Source: an optimization exercise on an open RTL-to-GDS flow (aim: small area, a short achievable clock period and few clock cycles). Production flows keep margins and buffers that such runs may drop. At most, simulation tests tie the RTL to the original design; equivalence was not proved. Power and IR drop assume default switching activity.

Setup of Q:
// mac_seq_tile
module mac_seq_tile (
    input  wire        clk,
    input  wire        rst,
    input  wire        start,
    input  wire        a_signed,
    input  wire        b_signed,
    input  wire [30:0] ag0_cfg,
    input  wire [30:0] ag1_cfg,
    output wire        busy,
    output reg         done,
    output wire [5:0]  i_addr,
    input  wire [31:0] i_rdata,
    output wire [7:0]  x_addr,
    output wire        x_we,
    output wire [15:0] x_wdata,
    input  wire [15:0] x_rdata,
    output wire [7:0]  y_addr,
    output wire        y_we,
    output wire [15:0] y_wdata,
    input  wire [15:0] y_rdata,
    output reg  [39:0] acc,
    output reg  [15:0] out,
    output reg  [3:0]  bx,
    output reg         ovf,
    output reg         fault,
    output reg  [1:0]  fault_code,
    output reg  [5:0]  pc
);
    localparam [1:0] F_NONE = 2'd0, F_ILLEGAL = 2'd1, F_NESTED = 2'd2;
    reg        busy_r;
    reg        run;           
    reg        first;         
    reg        fin;           
    reg        fin_halt;
    reg [5:0]  fpc;           
    reg [5:0]  ppc;           
    reg        pvalid;        
    reg        use_hold;      
    reg [18:0] hold;          
    reg        px_same, py_same;    
    reg        jc_v;          
    reg [5:0]  jc_a, jc_t;
    reg [15:0] k0, k1, xr, yr;
    reg [3:0]  det;
    reg        lp_active;
    reg [5:0]  lp_start;
    reg [5:0]  lp_end;
    reg [9:0]  lp_left;
    wire       lp_wrap = (lp_start > lp_end);
    reg [7:0]  xa_r, ya_r;    
    reg        xwe_r, ywe_r;
    reg [15:0] xwd_r, ywd_r;  
    reg        xb_v, yb_v;    
    reg [7:0]  xb_a, yb_a;
    reg [15:0] xb_d, yb_d;
    assign busy    = busy_r;
    assign i_addr  = fpc;
    assign x_addr  = xa_r;
    assign y_addr  = ya_r;
    assign x_we    = xwe_r;
    assign y_we    = ywe_r;
    assign x_wdata = xwd_r;
    assign y_wdata = ywd_r;
    wire accept = start && !busy_r;
  ...
Size: about 5100 cells after synthesis, roughly 620 flip-flops, roughly 260 I/O pins, about 0.045 sq mm of cells after synthesis.
clock: 20.0 ns
lec_check: 0
cap_margin: 20
core_margin: 2
core_utilization: 40
slew_margin: 20
standard.sh (not shown) runs the stock make flow with config.mk's settings and CLKGATE_MAP_FILE= SYNTH_SCRIPT=/design/flow/synth_recipe.tcl, a recipe that flattens the netlist after the stock synthesis.
==> flow/flow/run.sh <==
#!/bin/bash
# The standard layout (the standard flow's synthesis, floorplan, placement, CTS and routing),
# with two changes to how the layout is made:
#  - repair_timing is asked for 14 ns more setup slack than the clock period
#    needs, so that the tools size the critical paths for speed;
#  - the port buffers are buf_2 cells (the standard flow picks clkdlybuf4s50_1,
#    a delay cell). Every input and output port still gets its buffer.
# The design, its synthesis, clock and constraints are the standard flow's; each run's
# output goes to its own log.
set -euo pipefail
bash standard.sh synth > synth.log 2>&1
bash standard.sh SETUP_SLACK_MARGIN=14 TNS_END_PERCENT=20 \
    "BUFFER_PORTS_ARGS=-buffer_cell sky130_fd_sc_hd__buf_2" finish > layout.log 2>&1
Input changes introduced in T (baseline for comparison: Q):
--- a/flow/design.v
+++ b/flow/design.v
@@ -361,30 +361,31 @@
                     .adv(ag_adv0), .ready(rdy0), .ready_nx(rdy0n),
                     .addr_cur(xa_cur), .addr_nxt(xa_nxt), .base_in(xa_base));
     mac_agen u_ag1 (.clk(clk), .rst(rst), .cfg(ag1_cfg), .clear(!busy_r), .init(first),
                     .adv(ag_adv1), .ready(rdy1), .ready_nx(rdy1n),
                     .addr_cur(ya_cur), .addr_nxt(ya_nxt), .base_in(ya_base));
     reg        e_wr, e_sat;
     reg [4:0]  e_p;
     reg        e_mul, e_msu, e_mac;
     reg        e_bxclr, e_end, e_halt;
     reg [16:0] e_a, e_b;
     reg        w_oused, w_bxclr;
     reg        ov_n;          
-    reg [15:0] o_r;           
     wire [15:0] o_comb;
     mac_form_o u_form (.acc(acc), .pe(e_p), .sat(e_sat), .o(o_comb));
     wire [40:0] msum;
     mac_mul u_mul (.a(e_a), .b(e_b), .msu(e_msu), .x(acc & {40{e_mac}}), .sum(msum));
     wire acc_ovf = msum[40] ^ msum[39];
+    wire [3:0] o_rsb;
+    mac_rsb u_rsb (.v(o_comb), .rsb(o_rsb));
     wire x_hit_e = e_valid && e_wx && (e_xa == r_xa);
     wire x_hit_b = xb_v && (xb_a == r_xa);
     wire x_hit_w = xwe_r && (xa_r == r_xa);
     wire y_hit_e = e_valid && e_wy && (e_ya == r_ya);
     wire y_hit_b = yb_v && (yb_a == r_ya);
     wire y_hit_w = ywe_r && (ya_r == r_ya);
     wire        x_hit  = x_hit_e || x_hit_b || x_hit_w;
     wire        y_hit  = y_hit_e || y_hit_b || y_hit_w;
     wire [15:0] x_fwd  = x_hit_e ? o_comb : x_hit_b ? xb_d : xwd_r;
     wire [15:0] y_fwd  = y_hit_e ? o_comb : y_hit_b ? yb_d : ywd_r;
     wire [15:0] xr_new = (r_fx && x_hit) ? x_fwd : (r_fx && !r_xskip) ? x_rdata : xr;
     wire [15:0] yr_new = (r_fy && y_hit) ? y_fwd : (r_fy && !r_yskip) ? y_rdata : yr;
@@ -401,26 +402,25 @@
     wire [16:0] opa_x = r_clr ? 17'd0 : {a_signed & opa[15], opa};
     wire [16:0] opb_x = {b_signed & opb[15], opb} ^ {17{r_msu}};
     wire        x_new  = e_valid && e_wx;
     wire        x_cand = xb_v || x_new;
     wire        x_sch  = x_cand && !need_x;
     wire [7:0]  x_ca   = xb_v ? xb_a : e_xa;
     wire [15:0] x_cd   = xb_v ? xb_d : o_comb;
     wire        y_new  = e_valid && e_wy;
     wire        y_cand = yb_v || y_new;
     wire        y_sch  = y_cand && !need_y;
     wire [7:0]  y_ca   = yb_v ? yb_a : e_ya;
     wire [15:0] y_cd   = yb_v ? yb_d : o_comb;
-    wire [3:0] w_rsb;
-    mac_rsb u_rsb (.v(o_r), .rsb(w_rsb));
+    reg  [3:0] w_rsb;
     wire [3:0] det_next = w_bxclr ? 4'd15 :
                           (w_oused && w_rsb < det) ? w_rsb : det;
     always @(posedge clk) begin
         d_arith <= is_arith;
         d_ldk0  <= is_ldk0;
         d_ldk1  <= is_ldk1;
         d_bxclr <= is_bxclr;
         d_end   <= finish;
         d_halt  <= is_halt;
         d_mul   <= is_arith && (op[2:0] == 3'd1 || op[2:0] == 3'd2 || op[2:0] == 3'd3 || op[2:0] == 3'd4);
         d_mac   <= is_arith && (op[2:0] == 3'd2 || op[2:0] == 3'd3);
         d_msu   <= is_arith && (op[2:0] == 3'd3);
@@ -457,25 +457,25 @@
         e_p     <= r_p;
         e_sat   <= r_sat;
         e_mul   <= r_mul;
         e_mac   <= r_mac;
         e_msu   <= r_msu;
         e_bxclr <= r_bxclr;
         e_end   <= r_end;
         e_halt  <= r_halt;
         e_xa    <= r_xa;
         e_ya    <= r_ya;
         e_a     <= opa_x;
         e_b     <= opb_x;
-        o_r     <= o_comb;
+        w_rsb   <= o_rsb;
         xwd_r <= x_cd;
         ywd_r <= y_cd;
         if (!xb_v || x_new) begin
             xb_a <= e_xa;
             xb_d <= o_comb;
         end
         if (!yb_v || y_new) begin
             yb_a <= e_ya;
             yb_d <= o_comb;
         end
     end
     always @(posedge clk) begin
Notes after the runs:
Adder-cell area share of the yosys netlist essentially unchanged between T and Q. Between T and Q, it is T whose maximum fanout along the worst path is higher, by 1. Going from Q to T, the final period utilization was found to have gone down by 2.8 points. Looking at the reports, T completed the entire flow and the layout it produced met the timing, DRC and antenna checks. Diff Q -> T: fraction of power consumed by the clock network down 4.2 points; clock buffer and inverter area fraction after layout down 0.42 points; post-layout instance area down 1.1%; met3 usage down 0.26 points; critical path depth down about 7%. There was hardly any difference in post-synthesis instance area between Q and T.
Testbench counts of T, summed over its fixed seeds: cycles 36,613.
No functional check of the RTL was part of Q.

---

before:
mac_seq_tile, a different RTL version from the one above (not shown whole).
For scale: roughly 5,000 cells after synthesis, roughly 610 flip-flops, ~44,000 sq um of cells after synthesis.
Settings: LEC_CHECK=0, CAP_MARGIN=20, CORE_MARGIN=2, CORE_UTILIZATION=40, SLEW_MARGIN=20; clock period 20.0 ns.
Scripts as last shown in full above: flow/flow/run.sh
Testbench counts of before, summed over its fixed seeds: cycles 37,440.
Modified inputs, after compared to before
--- a/flow/design.v
+++ b/flow/design.v
@@ -312,21 +312,24 @@
                 if (lp_active && jmp_out)
                     n_active = 1'b0;
             end else if (counts && at_end) begin
                 if (lp_left != 10'd0)
                     n_left = lp_left - 10'd1;
                 else
                     n_active = 1'b0;
             end
         end
     end
-    wire [5:0] fpc_inc = fpc + 6'd1;
+    wire [5:0] fpc_p1  = fpc + 6'd1;
+    wire       jc_inb  = lp_wrap ? (jc_t >= lp_start || jc_t <= lp_end) : (jc_t >= lp_start && jc_t <= lp_end);
+    wire       fold    = jc_v && lp_active && jc_inb && (fpc_p1 == jc_a);
+    wire [5:0] fpc_inc = fold ? jc_t : fpc_p1;
     wire       f_at_e  = (fpc == lp_end);
     wire [5:0] f_a     = (lp_active && f_at_e && lp_left != 10'd0) ? lp_start : fpc_inc;
     wire [5:0] f_b     = (f_at_e && lp_left > 10'd1) ? lp_start : fpc_inc;
     wire [5:0] f_c     = (fpc == e_new && imm[9:0] != 10'd0) ? fpc : fpc_inc;
     wire       p_loop  = exec && is_loop && !finish;
     wire       p_cnt   = exec && counts && at_end;
     wire       f_jc    = jc_v && (fpc == jc_a);
     wire [5:0] fpc_seq = f_jc ? jc_t : p_loop ? f_c : p_cnt ? f_b : f_a;
     wire ending = exec && finish;
     wire jump   = exec && is_jmp && (fpc != tgt);    
==> comparison <==
- Time the worst path needs with I/O delays and setup in after is 0.33 ns above before.
- Re power of the combinational group: after and before aren't equal, and the lower value belongs to before.
- Going from before to after, worst setup slack has decreased; clock network area share has remained practically unchanged; sequential share of layout area has decreased.
- In after, the TritonCTS buffer count came out 2 below the value in before.
- Taking before as the reference, in after total power rose by about 5%, via count of the first global-routing pass rose by 0.45%, total number of tap cells stayed essentially flat, detailed-route wire length rose by about 0.5%, transition time at the pin with the least slew margin fell by 0.088 ns.
Testbench counts of after, summed over its fixed seeds: cycles 37,230.

---

Setup of the previous run:
Another version of the RTL of mac_seq_tile (not shown whole).
For scale: roughly 5,200 cells after synthesis, roughly 610 flip-flops, ~260 I/O pins, about 45,000 um^2 of cells after synthesis.
==> flow/design.v (excerpt) <==
module mac_seq_tile (
    input  wire        clk,
    input  wire        rst,
    input  wire        start,
    input  wire        a_signed,
    input  wire        b_signed,
    input  wire [30:0] ag0_cfg,
    input  wire [30:0] ag1_cfg,
    output wire        busy,
    output reg         done,
    output wire [5:0]  i_addr,
    input  wire [31:0] i_rdata,
    output wire [7:0]  x_addr,
    output wire        x_we,
    output wire [15:0] x_wdata,
    input  wire [15:0] x_rdata,
    output wire [7:0]  y_addr,
    output wire        y_we,
    output wire [15:0] y_wdata,
    input  wire [15:0] y_rdata,
    output reg  [39:0] acc,
    output reg  [15:0] out,
    output reg  [3:0]  bx,
    output reg         ovf,
    output reg         fault,
    output reg  [1:0]  fault_code,
    output reg  [5:0]  pc
);
    localparam [1:0] F_NONE = 2'd0, F_ILLEGAL = 2'd1, F_NESTED = 2'd2;
    reg        busy_r;
    reg        run;           
    reg        first;         
    reg        fin;           
    reg        fin_halt;
    reg [5:0]  fpc;           
    reg [5:0]  ppc;           
    reg        pvalid;        
    reg        use_hold;      
    reg [18:0] hold;          
  ...
export LEC_CHECK = 0
export CAP_MARGIN = 20
export CORE_MARGIN = 2
export CORE_UTILIZATION = 40
export SLEW_MARGIN = 20
create_clock -name core_clock -period 20.0 [get_ports {clk}]
Scripts as last shown in full above: flow/flow/run.sh
diff inputs: the previous run => the current run
diff --git a/flow/design.v b/flow/design.v
--- a/flow/design.v
+++ b/flow/design.v
@@ -273,74 +273,74 @@
     wire is_ill   = (op == 4'h5) || (op == 4'h6) || (op == 4'h7) || (op == 4'hD) || (op == 4'hE);
     reg        e_valid, e_wx, e_wy;
     reg [7:0]  e_xa, e_ya;
     wire x_force = xb_v && e_valid && e_wx;
     wire y_force = yb_v && e_valid && e_wy;
     wire skip_x = px_same;
     wire skip_y = py_same;
     wire rdy0n, rdy1n;
     wire pact  = busy_r && run && pvalid;    
     wire stall = pact && is_arith &&
                  ((i_fx && !skip_x && x_force) || (i_fy && !skip_y && y_force) ||
-                  first || !rdy0n || !rdy1n);
+                  (i_a0 && (first || !rdy0n)) || (i_a1 && (first || !rdy1n)));
     wire exec  = pact && !stall;
     wire [5:0] e_new     = imm[15:10];
     wire       loop_nest = is_loop && lp_active;
     wire       loop_ill  = is_loop && !lp_active && (e_new == ppc);
     wire       finish    = is_ill || is_halt || loop_nest || loop_ill;
     wire [1:0] fcode     = is_ill ? F_ILLEGAL : loop_nest ? F_NESTED : loop_ill ? F_ILLEGAL : F_NONE;
     wire [5:0] tgt     = imm[5:0];
     wire       tg_ge_s = (tgt >= lp_start);
     wire       tg_le_e = (tgt <= lp_end);
     wire       jmp_out = !(lp_wrap ? (tg_ge_s || tg_le_e) : (tg_ge_s && tg_le_e));
     wire       at_end  = lp_active && (ppc == lp_end);
     wire       counts  = !is_loop && !is_jmp && !finish;
     reg        n_active;
     reg [5:0]  n_start, n_end;
     reg [9:0]  n_left;
     always @* begin
         n_active = lp_active;
         n_start  = lp_start;
         n_end    = lp_end;
         n_left   = lp_left;
-        if (pact) begin
+        if (exec) begin
             if (is_loop && !finish) begin
                 n_active = 1'b1;
                 n_start  = ppc + 6'd1;
                 n_end    = e_new;
                 n_left   = imm[9:0];
             end else if (is_jmp) begin
                 if (lp_active && jmp_out)
                     n_active = 1'b0;
-            end else if (counts && at_end && !stall) begin
+            end else if (counts && at_end) begin
                 if (lp_left != 10'd0)
                     n_left = lp_left - 10'd1;
                 else
                     n_active = 1'b0;
             end
         end
     end
     wire [5:0] fpc_p1  = fpc + 6'd1;
     wire       jc_inb  = lp_wrap ? (jc_t >= lp_start || jc_t <= lp_end) : (jc_t >= lp_start && jc_t <= lp_end);
     wire       fold    = jc_v && lp_active && jc_inb && (fpc_p1 == jc_a);
     wire [5:0] fpc_inc = fold ? jc_t : fpc_p1;
     wire       f_at_e  = (fpc == lp_end);
     wire [5:0] f_a     = (lp_active && f_at_e && lp_left != 10'd0) ? lp_start : fpc_inc;
     wire [5:0] f_b     = (f_at_e && lp_left > 10'd1) ? lp_start : fpc_inc;
     wire [5:0] f_c     = (fpc == e_new && imm[9:0] != 10'd0) ? fpc : fpc_inc;
-    wire       p_loop  = pact && is_loop && !finish;
-    wire       p_cnt   = pact && counts && at_end && !stall;
+    wire       p_loop  = exec && is_loop && !finish;
+    wire       p_cnt   = exec && counts && at_end;
     wire       f_jc    = jc_v && (fpc == jc_a);
     wire [5:0] fpc_seq = f_jc ? jc_t : p_loop ? f_c : p_cnt ? f_b : f_a;
-    wire ending = pact && finish;
-    wire jump   = pact && is_jmp && (fpc != tgt);    
+    wire ending = exec && finish;
+    wire jump   = exec && is_jmp && (fpc != tgt);    
     wire need_x = exec && is_arith && i_fx && !skip_x;
     wire need_y = exec && is_arith && i_fy && !skip_y;
     reg        d_valid, d_arith, d_ldk0, d_ldk1, d_bxclr, d_end, d_halt;
     reg        d_mul, d_mac, d_msu, d_clr;
     reg        d_xskip, d_yskip;
     reg [15:0] d_pay;         
     wire       d_fx = d_pay[15], d_fy = d_pay[14], d_wx = d_pay[13], d_wy = d_pay[12];
     wire       d_a0 = d_pay[11], d_a1 = d_pay[10], d_wr = d_pay[9];
     wire ag_adv0 = d_valid && d_arith && d_a0;
     wire ag_adv1 = d_valid && d_arith && d_a1;
     wire [7:0] xa_cur, ya_cur, xa_nxt, ya_nxt, xa_base, ya_base;
@@ -528,49 +528,48 @@
                 pvalid     <= 1'b1;
                 use_hold   <= 1'b0;
                 lp_active  <= 1'b0;
                 jc_v       <= 1'b0;
                 px_same    <= 1'b0;
                 py_same    <= 1'b0;
                 if (start) begin
                     fault      <= 1'b0;
                     fault_code <= F_NONE;
                 end
             end else if (run) begin
-                if (!use_hold)
-                    hold <= {i_rdata[30:28], i_rdata[27:12]};
                 if (stall) begin
                     use_hold <= 1'b1;
+                    hold     <= {ins[30:28], ins[27:12]};
                 end else if (!pvalid) begin
                     fpc      <= fpc_seq;
                     ppc      <= fpc;
                     pvalid   <= 1'b1;
                     use_hold <= 1'b0;
                 end else if (ending) begin
                     run       <= 1'b0;
                     pvalid    <= 1'b0;
                     use_hold  <= 1'b0;
                     fpc       <= 6'd0;
                     pc        <= ppc;
                     lp_active <= 1'b0;
                     if (fcode != F_NONE) begin
                         fault      <= 1'b1;
                         fault_code <= fcode;
                     end
                 end else begin
                     lp_active <= n_active;
                     lp_start  <= n_start;
                     lp_end    <= n_end;
                     lp_left   <= n_left;
                     use_hold  <= 1'b0;
-                    if (pact && is_arith) begin
+                    if (is_arith) begin
                         px_same <= i_fx && !i_a0 && !ins[25];
                         py_same <= i_fy && !i_a1 && !ins[24];
                     end
                     if (jump) begin
                         fpc    <= tgt;
                         ppc    <= tgt;
                         pvalid <= 1'b0;
                         jc_v   <= 1'b1;
                         jc_a   <= ppc;
                         jc_t   <= tgt;
                     end else begin
--- outcome ---
Both conditions hold for the current run: the flow ran to the end and the final layout passed the timing, DRC and antenna checks.
On total routed wire length on the met1 layer, the lower figure sits with the previous run, not the current run.
Area growth from synthesis to layout in the current run is 2.5 points higher than in the previous run
Going from the previous run to the current run, normalized max-slew margin climbed 7.6 points; post-route worst setup slack climbed 0.23 ns; mean instance size in the synthesized netlist climbed about 0.5%; post-CTS setup-driven buffer insertion count climbed 3; remaining design rule violation count barely changed.
Taking the previous run as 1.0, the current run lands at 1.12 on non-clock buffer count.
Cmp the previous run and the current run / final standard cell area without fillers / higher: the current run
Function was not checked in any run of this note: the RTL went through the layout flow alone.

port drivers added, routing unchanged:
The flow's constraints put no driver on any port. The routed layouts listed below were extracted and timed again, unchanged, in two steps.
Step 1: set_driving_cell puts a clkbuf_16 on clk and a buf_2 on each other input, an assumption about the parent block.
Step 2 moves the port delays by t, midway between the first and last clock arrival at a register: inputs arrive t later, outputs are due t later. That takes back most of the time a late clock gives input paths.
a / b / c = no drivers / after step 1 / after step 2; a / b = the first two.
| run | t, ns | setup WS [ns] | worst register clock-pin slew, ns |
|---|---|---|---|
| Q | 0.718 | 13.298 / 13.299 / 12.976 | 0.07 / 0.07 |
| T | 0.681 | 13.859 / 13.859 / 13.225 | 0.07 / 0.07 |
| before | 0.681 | 13.785 / 13.785 / 13.108 | 0.07 / 0.07 |
| after | 0.690 | 13.456 / 13.456 / 12.991 | 0.07 / 0.07 |
| the previous run | 0.692 | 13.631 / 13.631 / 13.140 | 0.06 / 0.06 |
| the current run | 0.691 | 13.863 / 13.863 / 13.265 | 0.07 / 0.07 |
After both steps every run listed still meets setup and hold. The setup slack of before, which loses most, moves by 0.000 ns with the drivers and by -0.677 ns with both steps.
